From an optimization exercise on the open Yosys and OpenROAD flow, aimed at small area, a short achievable clock period and few clock cycles per item; shortcuts taken in it are not production practice.
In this exercise RTL edits were held to simulation tests only and were not proved equivalent to the original.
Power is estimated from default activity; no workload was simulated.

==> flow/design.v <==
module fp32_divsqrt (
    input  wire        clk,
    input  wire        rst,
    input  wire        in_valid,
    output wire        in_ready,
    input  wire        in_op,         
    input  wire [31:0] in_a,
    input  wire [31:0] in_b,
    output reg         out_valid,
    output wire [31:0] out_result,
    output wire [3:0]  out_flags      
);
    reg               busy;
    reg               op_r;
    reg               sign_r;
    reg        [4:0]  cnt;
    reg               first;      
    reg               second;     
    reg               last;       
    reg        [9:0]  exp_r;      
    reg        [25:0] W;
    reg        [25:0] D;
    reg        [24:0] Q;
    reg        [3:0]  flg;
    assign in_ready   = !busy;
    assign out_result = {sign_r, exp_r[7:0], Q[22:0]};
    assign out_flags  = flg;
    wire [22:0] fa = in_a[22:0];
    wire [25:0] w_load = !in_op    ? {2'b00, 1'b1, fa} :
                         in_a[23]  ? {2'b00, fa, 1'b0} :
                                     {fa[22], !fa[22], fa[21:0], 2'b00};
    wire [25:0] d_load = in_op ? 26'h2800000 : {1'b0, 1'b1, in_b[22:0], 1'b0};
    wire [24:0] q_load = {16'd0, in_b[30:23], 1'b1};
    wire [4:0]  c_load = in_op ? 5'd23 : 5'd25;
    wire [4:0] cnt_nx = cnt - 5'd1 - {4'd0, second & Q[0]};
    wire [26:0] S    = {W, 1'b0};
    wire        ci   = !last | Q[0];
    wire [27:0] sum  = {1'b0, S} + {1'b0, ~{1'b0, D}} + {27'd0, ci};
    wire        s    = sum[27];
    wire [25:0] w_nx = s ? sum[25:0] : S[25:0];
    wire [25:0] dec  = {25'd0, op_r} << cnt;
    wire [25:0] d_nx = (D & ~dec) | ({dec[24:0], 1'b0} & {26{s}}) | {1'b0, dec[25:1]};
    wire        inc = s;
    wire [22:0] ones;
    assign ones[0] = 1'b1;
    genvar gi;
    generate for (gi = 1; gi < 23; gi = gi + 1) begin : g_ones
        assign ones[gi] = ones[gi-1] & Q[gi-1];
    end endgenerate
    wire        carry  = inc & ones[22] & Q[22];
    wire [22:0] frac_r = Q[22:0] ^ (ones & {23{inc}});
    wire        x_big  = !exp_r[9] && exp_r[8];                        
    wire        x_255  = (exp_r == 10'd255);
    wire        x_le1  = exp_r[9] || (exp_r[8:1] == 8'd0);              
    wire        x_1    = (exp_r == 10'd1);
    wire        clamp  = x_big || x_le1;
    wire        r_ovf  = x_big || (x_255 && carry);
    wire        r_unf  = (x_le1 && !x_1) || (x_1 && !carry);
    wire [7:0]  x_dec  = exp_r[7:0] - 8'd1;
    wire [7:0]  r_exp  = r_ovf ? 8'hFF : r_unf ? 8'h00 : carry ? exp_r[7:0] : x_dec;
    wire [22:0] r_frac = clamp ? 23'd0 : frac_r;
    wire [7:0] ea     = exp_r[7:0];
    wire [7:0] eb     = Q[8:1];
    wire       a_frnz = op_r ? ((|W[23:2]) | (ea[0] ? W[1] : W[25])) : (|W[22:0]);
    wire       b_frnz = |D[23:1];
    wire       a_zero = (ea == 8'd0);
    wire       b_zero = (eb == 8'd0);
    wire       a_max  = (ea == 8'hFF);
    wire       b_max  = (eb == 8'hFF);
    wire       a_inf  = a_max & !a_frnz;
    wire       b_inf  = b_max & !b_frnz;
    wire       a_nan  = a_max & a_frnz;
    wire       b_nan  = b_max & b_frnz;
    reg        sp_hit;
    reg        sp_nan;      
    reg        sp_inf;      
    reg [3:0]  sp_flg;
    always @(*) begin
        sp_hit = 1'b1;
        sp_nan = 1'b0;
        sp_inf = 1'b0;
        sp_flg = 4'b0000;
        if (!op_r) begin
            if (a_nan || b_nan) begin
                sp_nan = 1'b1;
            end else if ((a_zero && b_zero) || (a_inf && b_inf)) begin
                sp_nan = 1'b1;
                sp_flg = 4'b0100;
            end else if (b_zero) begin
                sp_inf = 1'b1;
                if (!a_inf) sp_flg = 4'b1000;
            end else if (a_inf) begin
                sp_inf = 1'b1;
            end else if (b_inf || a_zero) begin
                sp_inf = 1'b0;
            end else begin
                sp_hit = 1'b0;
            end
        end else begin
            if (a_nan) begin
                sp_nan = 1'b1;
            end else if (a_zero) begin
                sp_inf = 1'b0;
            end else if (sign_r) begin
                sp_nan = 1'b1;
                sp_flg = 4'b0100;
            end else if (a_inf) begin
                sp_inf = 1'b1;
            end else begin
                sp_hit = 1'b0;
            end
        end
    end
    wire sp = first && sp_hit;
    wire       e_en = first || second;
    wire [9:0] e_a  = (first && op_r) ? {2'b00, ea[7], !ea[7], ea[6:1]} : exp_r;
    wire [9:0] e_b  = (first && !op_r) ? {eb[7], eb[7], eb[7], ~eb[6:0]} :
                      {9'd0, first ? ea[0] : Q[0]};
    wire [9:0] e_nx = e_a + e_b;
    always @(posedge clk) begin
        if (rst) begin
            busy      <= 1'b0;
            out_valid <= 1'b0;
        end else if (!busy) begin
            busy      <= in_valid;
            out_valid <= 1'b0;
        end else begin
            busy      <= !(sp || last);
            out_valid <= sp || last;
        end
    end
    always @(posedge clk) begin
        flg <= sp ? sp_flg : {2'b00, r_unf, r_ovf};
        if (!busy) begin
            op_r   <= in_op;
            sign_r <= in_a[31] ^ (in_b[31] & !in_op);
            cnt    <= c_load;
            first  <= 1'b1;
            second <= 1'b0;
            last   <= 1'b0;
            exp_r  <= {2'b00, in_a[30:23]};
            W      <= w_load;
            D      <= d_load;
            Q      <= q_load;
        end else begin
            cnt    <= cnt_nx;
            first  <= 1'b0;
            second <= first && !op_r;
            last   <= (cnt_nx == 5'd0);
            W   <= w_nx;
            D   <= d_nx;
            if (sp) begin
                Q[22:0]    <= {sp_nan, 22'd0};
                exp_r[7:0] <= (sp_nan || sp_inf) ? 8'hFF : 8'h00;
                if (sp_nan) sign_r <= 1'b0;
            end else if (last) begin
                Q[22:0]    <= r_frac;
                exp_r[7:0] <= r_exp;
            end else begin
                Q <= {Q[23:0], s};
                if (e_en) exp_r <= e_nx;
            end
        end
    end
endmodule
export LEC_CHECK = 0
export CAP_MARGIN = 20
export CORE_MARGIN = 2
export CORE_UTILIZATION = 40
export SLEW_MARGIN = 20
create_clock -name core_clock -period 10.0 [get_ports {clk}]
standard.sh (not shown) runs the stock make flow with config.mk's settings and CLKGATE_MAP_FILE= SYNTH_SCRIPT=/design/flow/synth_recipe.tcl, a recipe that flattens the netlist after the stock synthesis.
==> flow/flow/run.sh <==
#!/bin/bash
# Own layout flow: the standard synthesis, its combinational logic re-mapped
# for area (registers untouched), then the standard layout steps with timing
# repair aimed below the clock period.
set -euo pipefail
MARGIN=7
R=orfs/results/$FLOW_PLATFORM/fp32_divsqrt/base
bash standard.sh synth > synth_standard.log 2>&1
bash flow/resyn.sh $R flow > resyn.log 2>&1
rm -f $R/1_synth.odb $R/1_synth.sdc
bash standard.sh synth > synth_odb.log 2>&1
bash standard.sh SETUP_SLACK_MARGIN=$MARGIN finish > layout.log 2>&1
==> flow/flow/resyn.sh <==
#!/bin/bash
# Re-map the combinational logic of the standard synthesis netlist for area,
# keeping every register instance (name and cell) as it is.
# usage: resyn.sh results_dir flow_dir
set -euo pipefail
R=$1; F=$2
LIB=$FLOW_HOME/platforms/sky130hd/lib/sky130_fd_sc_hd__tt_025C_1v80.lib
YOSYS=${YOSYS_EXE:-$FLOW_HOME/../tools/install/yosys/bin/yosys}
T=$(pwd)/resyn_tmp; mkdir -p $T
cp $R/1_2_yosys.v $T/in.v
ALL=$(grep -o "sky130_fd_sc_hd__[a-z0-9_]*" $T/in.v | sort -u)
SEQ=$(echo "$ALL" | grep -E "__(df|edf|sdf|dl|sdl|ebuf|conb)" | tr '\n' ',' || true)
COMB=$(echo "$ALL" | grep -v -E "__(df|edf|sdf|dl|sdl|ebuf|conb)" | tr '\n' ',' || true)
python3 $F/minilib.py $LIB $T/comb.lib "$COMB"
python3 $F/minilib.py $LIB $T/seq.lib "$SEQ,sky130_fd_sc_hd__conb_1"
DU=$(sed -n '/DONT_USE_CELLS/,/^$/p' $FLOW_HOME/platforms/sky130hd/config.mk | grep -o "sky130_fd_sc_hd__[a-z0-9_]*" | sed 's/^/-dont_use /' | tr '\n' ' ')
printf 'strash\ndch -f\namap\n' > $T/area.abc
cat > $T/resyn.ys <<EOS
read_liberty $T/comb.lib
read_liberty -lib $T/seq.lib
read_verilog $T/in.v
hierarchy -top $FLOW_TOP
blackbox $(echo $SEQ | tr ',' ' ') sky130_fd_sc_hd__conb_1
flatten
opt -purge
abc -script $T/area.abc -liberty $LIB $DU
opt_clean -purge
hilomap -singleton -hicell sky130_fd_sc_hd__conb_1 HI -locell sky130_fd_sc_hd__conb_1 LO
opt_clean -purge
stat -liberty $LIB
write_verilog -noattr -nohex -nodec $T/out.v
EOS
$YOSYS -q -l $T/resyn.log $T/resyn.ys > /dev/null
cp $R/1_2_yosys.v $R/1_2_yosys_standard.v
cp $T/out.v $R/1_2_yosys.v
Other scripts of this flow, unchanged in this note and not shown: flow/flow/minilib.py
Testbench counts at the start, summed over its fixed seeds: cycles 62,573, ops 2,400.
Next try:
--- a/flow/flow/run.sh
+++ b/flow/flow/run.sh
@@ -4,5 +4,5 @@
 # repair aimed below the clock period.
 set -euo pipefail
-MARGIN=7
+MARGIN=6.5
 R=orfs/results/$FLOW_PLATFORM/fp32_divsqrt/base
 bash standard.sh synth > synth_standard.log 2>&1
@@ -10,3 +10,3 @@
 rm -f $R/1_synth.odb $R/1_synth.sdc
 bash standard.sh synth > synth_odb.log 2>&1
-bash standard.sh SETUP_SLACK_MARGIN=$MARGIN finish > layout.log 2>&1
+bash standard.sh SETUP_SLACK_MARGIN=$MARGIN BUFFER_PORTS_ARGS="-buffer_cell sky130_fd_sc_hd__buf_1" finish > layout.log 2>&1
==> flow/flow/abc.constr (new file) <==
set_driving_cell sky130_fd_sc_hd__buf_1
set_load 5
==> flow/flow/resyn.abc (new file) <==
&get -n; &st; &dch; &nf; &put; topo; stime -c; buffer -c; upsize -c -D 2500; dnsize -c -D 2500
--- a/flow/flow/resyn.sh
+++ b/flow/flow/resyn.sh
@@ -15,5 +15,5 @@
 python3 $F/minilib.py $LIB $T/seq.lib "$SEQ,sky130_fd_sc_hd__conb_1"
 DU=$(sed -n '/DONT_USE_CELLS/,/^$/p' $FLOW_HOME/platforms/sky130hd/config.mk | grep -o "sky130_fd_sc_hd__[a-z0-9_]*" | sed 's/^/-dont_use /' | tr '\n' ' ')
-printf 'strash\ndch -f\namap\n' > $T/area.abc
+tr ';' '\n' < $F/resyn.abc > $T/area.abc
 cat > $T/resyn.ys <<EOS
 read_liberty $T/comb.lib
@@ -24,5 +24,5 @@
 flatten
 opt -purge
-abc -script $T/area.abc -liberty $LIB $DU
+abc -script $T/area.abc -constr $F/abc.constr -liberty $LIB $DU
 opt_clean -purge
 hilomap -singleton -hicell sky130_fd_sc_hd__conb_1 HI -locell sky130_fd_sc_hd__conb_1 LO
Effect: The changed run completed without violations; sequential cell count does not change; design area came out lower by 24%; via count came out lower by 12%.
Next try:
==> flow/flow/run.sh (replaced) <==
#!/bin/bash
# Own layout flow: the standard synthesis, its combinational logic re-mapped
# for area (registers untouched), then the standard layout steps with timing
# repair aimed below the clock period.
set -euo pipefail
MARGIN=7.0
R=orfs/results/$FLOW_PLATFORM/fp32_divsqrt/base
bash standard.sh synth > synth_standard.log 2>&1
bash flow/resyn.sh $R flow > resyn.log 2>&1
rm -f $R/1_synth.odb $R/1_synth.sdc
bash standard.sh synth > synth_odb.log 2>&1
bash standard.sh SETUP_SLACK_MARGIN=$MARGIN finish > layout.log 2>&1
=> Combinational power increases by 60%. Synthesized area is unchanged. Synthesized cell count is unchanged. Worst hold slack degrades by 0.018 ns. Die area does not change. Utilization went up by 11 points. First-iteration DRC count decreases by 3.4%. Total power climbs by 24%. Setup slack improved by 0.074 ns. Cell count grows by 6.4%.
Next try:
--- a/flow/flow/run.sh
+++ b/flow/flow/run.sh
@@ -4,5 +4,5 @@
 # repair aimed below the clock period.
 set -euo pipefail
-MARGIN=7.0
+MARGIN=6.5
 R=orfs/results/$FLOW_PLATFORM/fp32_divsqrt/base
 bash standard.sh synth > synth_standard.log 2>&1
@@ -10,3 +10,3 @@
 rm -f $R/1_synth.odb $R/1_synth.sdc
 bash standard.sh synth > synth_odb.log 2>&1
-bash standard.sh SETUP_SLACK_MARGIN=$MARGIN finish > layout.log 2>&1
+bash standard.sh SETUP_SLACK_MARGIN=$MARGIN BUFFER_PORTS_ARGS="-buffer_cell sky130_fd_sc_hd__buf_4" finish > layout.log 2>&1
=> The changed run finished clean. Critical path depth came out lower by 3. Setup slack is worse by 0.11 ns. Clock-buffer cell count increases by 1. Core utilization came out lower by 9.1 points. First-iteration DRC count shrinks by 20%. Maximum frequency came out lower by about 3.3%. Combinational power drops by 35%. Power decreases by about 20%.
Next try:
--- a/flow/flow/run.sh
+++ b/flow/flow/run.sh
@@ -4,5 +4,5 @@
 # repair aimed below the clock period.
 set -euo pipefail
-MARGIN=6.5
+MARGIN=7.0
 R=orfs/results/$FLOW_PLATFORM/fp32_divsqrt/base
 bash standard.sh synth > synth_standard.log 2>&1
After rerunning:
- synthesized cell count is unchanged
- hold slack gains 0.012 ns
- core utilization rises by 7.3 points

static timing again, ports no longer ideal:
The flow's constraints put no driver on any port. The routed layouts listed below were extracted and timed again, unchanged, in two steps.
Step 1: set_driving_cell puts a clkbuf_16 on clk and a buf_2 on each other input, an assumption about the parent block.
Step 2 also shifts input and output timing later by t, the mid clock arrival at the registers, as if the neighbouring blocks saw the same clock.
a / b / c = ideal ports / drivers / drivers and shift; a / b = the first two.
run	shift t [ns]	setup slack, ns	worst hold slack (ns)	clock arrival spread, ns	cell pins on the clock port's net
the first run	0.408	5.848 / 5.848 / 5.848	0.494 / 0.494 / 0.494	0.011 / 0.011	1
the second run	0.399	6.609 / 6.609 / 6.289	0.493 / 0.493 / 0.493	0.007 / 0.008	1
the third run	0.407	6.683 / 6.683 / 6.565	0.476 / 0.476 / 0.476	0.013 / 0.013	1
the fourth run	0.405	6.571 / 6.571 / 6.336	0.490 / 0.490 / 0.490	0.011 / 0.010	1
the fifth run	0.402	6.647 / 6.647 / 6.620	0.502 / 0.502 / 0.502	0.009 / 0.009	1
After both steps setup and hold are still met in every run listed. For the second run, which loses most, drivers alone change the setup slack by 0.000 ns; drivers and shift together by -0.320 ns.
